Source: an optimization exercise on an open RTL-to-GDS flow (aim: small area, a short achievable clock period and few clock cycles per item). Production flows keep margins and buffers that such runs may drop. In this exercise RTL edits were held to simulation tests only and were not proved equivalent to the original.

// sha384_core
module sha384_core (
    input  wire         clk,
    input  wire         rst,
    input  wire         in_valid,
    output wire         in_ready,
    input  wire [63:0]  in_data,      
    input  wire         in_first,     
    input  wire         in_last,      
    output reg          out_valid,
    output wire [383:0] digest        
);
    localparam [63:0] IV0 = 64'hcbbb9d5dc1059ed8, IV1 = 64'h629a292a367cd507, IV2 = 64'h9159015a3070dd17, IV3 = 64'h152fecd8f70e5939,
                      IV4 = 64'h67332667ffc00b31, IV5 = 64'h8eb44a8768581511, IV6 = 64'hdb0c2e0d64f98fa7, IV7 = 64'h47b5481dbefa4fa4;
    localparam [64*80-1:0] KTAB = {
        64'h6c44198c4a475817, 64'h5fcb6fab3ad6faec, 64'h597f299cfc657e2a, 64'h4cc5d4becb3e42b6,
        64'h431d67c49c100d4c, 64'h3c9ebe0a15c9bebc, 64'h32caab7b40c72493, 64'h28db77f523047d84,
        64'h1b710b35131c471b, 64'h113f9804bef90dae, 64'h0a637dc5a2c898a6, 64'h06f067aa72176fba,
        64'hf57d4f7fee6ed178, 64'heada7dd6cde0eb1e, 64'hd186b8c721c0c207, 64'hca273eceea26619c,
        64'hc67178f2e372532b, 64'hbef9a3f7b2c67915, 64'ha4506cebde82bde9, 64'h90befffa23631e28,
        64'h8cc702081a6439ec, 64'h84c87814a1f0ab72, 64'h78a5636f43172f60, 64'h748f82ee5defb2fc,
        64'h682e6ff3d6b2b8a3, 64'h5b9cca4f7763e373, 64'h4ed8aa4ae3418acb, 64'h391c0cb3c5c95a63,
        64'h34b0bcb5e19b48a8, 64'h2748774cdf8eeb99, 64'h1e376c085141ab53, 64'h19a4c116b8d2d0c8,
        64'h106aa07032bbd1b8, 64'hf40e35855771202a, 64'hd69906245565a910, 64'hd192e819d6ef5218,
        64'hc76c51a30654be30, 64'hc24b8b70d0f89791, 64'ha81a664bbc423001, 64'ha2bfe8a14cf10364,
        64'h92722c851482353b, 64'h81c2c92e47edaee6, 64'h766a0abb3c77b2a8, 64'h650a73548baf63de,
        64'h53380d139d95b3df, 64'h4d2c6dfc5ac42aed, 64'h2e1b21385c26c926, 64'h27b70a8546d22ffc,
        64'h142929670a0e6e70, 64'h06ca6351e003826f, 64'hd5a79147930aa725, 64'hc6e00bf33da88fc2,
        64'hbf597fc7beef0ee4, 64'hb00327c898fb213f, 64'ha831c66d2db43210, 64'h983e5152ee66dfab,
  ...
clock: 13.0 ns
lec_check: 0
cap_margin: 20
core_margin: 2
core_utilization: 40
slew_margin: 20
synth_memory_max_bits: 16384
run.sh (not shown) runs the stock make flow with config.mk's settings and CLKGATE_MAP_FILE= SYNTH_SCRIPT=/design/flow/synth_recipe.tcl, a recipe that flattens the netlist after the stock synthesis.
Testbench counts at the start, summed over its fixed seeds: cycles 25,500, blocks 300.
Next try:
==> flow/flow/run.sh (new file) <==
#!/bin/bash
set -euo pipefail
bash standard.sh SETUP_SLACK_MARGIN=8 finish > orfs_make.log 2>&1
==> flow/standard.sh (new file) <==
#!/bin/bash
# synth_recipe.tcl (not shown) runs the flow's synth.tcl, then flattens the netlist and writes it again
# the make line also repeats each setting of config.mk as NAME=value (left out here)
make -C /OpenROAD-flow-scripts/flow DESIGN_CONFIG=/design/flow/config.mk WORK_HOME=/design/flow/orfs CLKGATE_MAP_FILE= SYNTH_SCRIPT=/design/flow/synth_recipe.tcl "${@:-finish}"
CORE_UTILIZATION = 60   (was 40)
CTS_CLUSTER_DIAMETER = 100   (was unset)
CTS_CLUSTER_SIZE = 20   (was unset)
PLACE_DENSITY = 0.72   (was unset)
removed: flow/run.sh
With this change the flow aborted during global routing (5_1_grt).
Synthesized cell count is unchanged.
Synthesized area stays the same.
Next try:
==> flow/flow/run.sh (replaced) <==
#!/bin/bash
set -euo pipefail
bash standard.sh SETUP_SLACK_MARGIN=7 finish > orfs_make.log 2>&1
CORE_UTILIZATION = 40   (was 60)
PLACE_DENSITY = unset   (was 0.72)
Result: This time the run ran to the end with no violations; synthesized area is unchanged; synthesized cell count does not change.

---

sha384_core, a different RTL version from the one above (not shown whole).
For scale: about 460 I/O pins, about 89000 um^2 of cells after synthesis.
export LEC_CHECK = 0
export CAP_MARGIN = 20
export CORE_MARGIN = 2
export CORE_UTILIZATION = 50
export CTS_CLUSTER_DIAMETER = 100
export CTS_CLUSTER_SIZE = 20
export SLEW_MARGIN = 20
export SYNTH_MEMORY_MAX_BITS = 16384
create_clock -name core_clock -period 13.0 [get_ports {clk}]
standard.sh (not shown) runs the stock make flow with config.mk's settings and CLKGATE_MAP_FILE= SYNTH_SCRIPT=/design/flow/synth_recipe.tcl, a recipe that flattens the netlist after the stock synthesis.
==> flow/flow/run.sh <==
#!/bin/bash
set -euo pipefail
bash standard.sh SETUP_SLACK_MARGIN=8.5 finish > orfs_make.log 2>&1
Testbench counts at the start, summed over its fixed seeds: cycles 25,500, blocks 300.
Change:
- CORE_UTILIZATION: 50 -> 40
- SYNTH_HIERARCHICAL: default -> 1
Outcome:
- The new run passed the timing, design-rule and antenna checks
- global-route usage decreases by 5.1 points
- setup slack is better by 0.14 ns
- clock-buffer cell count increases by 10
- utilization decreases by 12 points
- routed wire length increases by 8.1%
- via count decreases by 1.2%
Change:
==> flow/flow/run.sh (replaced) <==
#!/bin/bash
set -euo pipefail
bash standard.sh SETUP_SLACK_MARGIN=8 finish > orfs_make.log 2>&1
- SYNTH_HIERARCHICAL: 1 -> default
Result: Maximum frequency falls by 5.5%. Core utilization falls by 1.1 points. Count of clock-buffer cells in the layout came out higher by 5. Area after synthesis is lower by 0.43%. Final cell count fell by 0.43%. Worst hold slack barely changes. First-iteration DRC count goes down by 6.7%. Via count falls by 1.0%.
Change:
==> flow/flow/run.sh (replaced) <==
#!/bin/bash
set -euo pipefail
bash standard.sh SETUP_SLACK_MARGIN=8.5 finish > orfs_make.log 2>&1
- The changed run completed without violations
- routed wire length is higher by 1.5%
- register-to-register slack gains 0.23 ns
- final area is higher by 3.9%
- cell count is higher by 1.0%
- global-route usage is higher by 0.29 points

---

Another version of the RTL of sha384_core (not shown whole).
Size in the first run: roughly 7700 cells after synthesis, roughly 460 I/O pins, about 86000 µm² of cells after synthesis.
export LEC_CHECK = 0
export CAP_MARGIN = 20
export CORE_MARGIN = 2
export CORE_UTILIZATION = 40
export CTS_CLUSTER_DIAMETER = 100
export CTS_CLUSTER_SIZE = 20
export SLEW_MARGIN = 20
export SYNTH_MEMORY_MAX_BITS = 16384
create_clock -name core_clock -period 13.0 [get_ports {clk}]
==> flow/flow/run.sh <==
#!/bin/bash
set -euo pipefail
bash standard.sh SETUP_SLACK_MARGIN=8.5 finish > orfs_make.log 2>&1
Testbench counts at the start, summed over its fixed seeds: cycles 25,500, blocks 300.
Then changed:
==> flow/flow/run.sh (replaced) <==
#!/bin/bash
set -euo pipefail
bash standard.sh SETUP_SLACK_MARGIN=8 finish > orfs_make.log 2>&1
The new run went through all stages and came out clean.
Worst setup slack degrades by 0.12 ns.
Wire length went down by 1.8%.
Global-route usage went down by 0.49 points.
Utilization went down by 2.3 points.
Count of clock-buffer cells in the layout is unchanged.
Non-clock buffer count went down by 170.
Via count went down by 1.7%.
Clock skew hardly moves.
Design area went down by 4.8%.

-- re-timing with driven ports --
In the flow no input, the clock included, has a driving cell. The finished layouts below were timed again as built, in two steps.
Step 1 sets driving cells, clkbuf_16 on the clock port and buf_2 on the other inputs (assumed; they add their load-dependent delay and slew).
Step 2, shift: input delay + t, output delay - t, t = (earliest + latest rising clock arrival at the registers) / 2. This alone moves slack from input paths to output paths.
Three values: ideal ports, drivers, drivers and shift; two values: the first two.
| run | t (ns) | setup WS [ns] | worst setup path after step 2 | latest minus earliest clock arrival (ns) | slew at the worst register clock pin (ns) |
|---|---|---|---|---|---|
| the first run of note 1 | 0.953 | 5.881 / 5.881 / 5.881 | register to register | 0.104 / 0.104 | 0.08 / 0.08 |
| the third run of note 1 | 0.909 | 6.947 / 6.947 / 6.947 | register to register | 0.050 / 0.049 | 0.09 / 0.09 |
| the first run of note 2 | 0.921 | 8.182 / 8.182 / 8.017 | input to register | 0.052 / 0.052 | 0.09 / 0.09 |
| the second run of note 2 | 0.910 | 8.325 / 8.325 / 7.790 | input to register | 0.089 / 0.090 | 0.10 / 0.10 |
| the third run of note 2 | 0.896 | 8.051 / 8.051 / 7.764 | input to register | 0.078 / 0.078 | 0.09 / 0.09 |
| the fourth run of note 2 | 0.897 | 8.284 / 8.284 / 7.866 | input to register | 0.075 / 0.075 | 0.10 / 0.10 |
| the first run of note 3 | 0.911 | 8.020 / 8.020 / 8.020 | input to register | 0.066 / 0.067 | 0.09 / 0.09 |
| the second run of note 3 | 0.908 | 7.901 / 7.901 / 7.901 | register to register | 0.066 / 0.066 | 0.09 / 0.09 |
After both steps setup and hold are still met in every run listed. For the second run of note 2, which loses most, drivers alone change the setup slack by 0.000 ns; drivers and shift together by -0.535 ns.
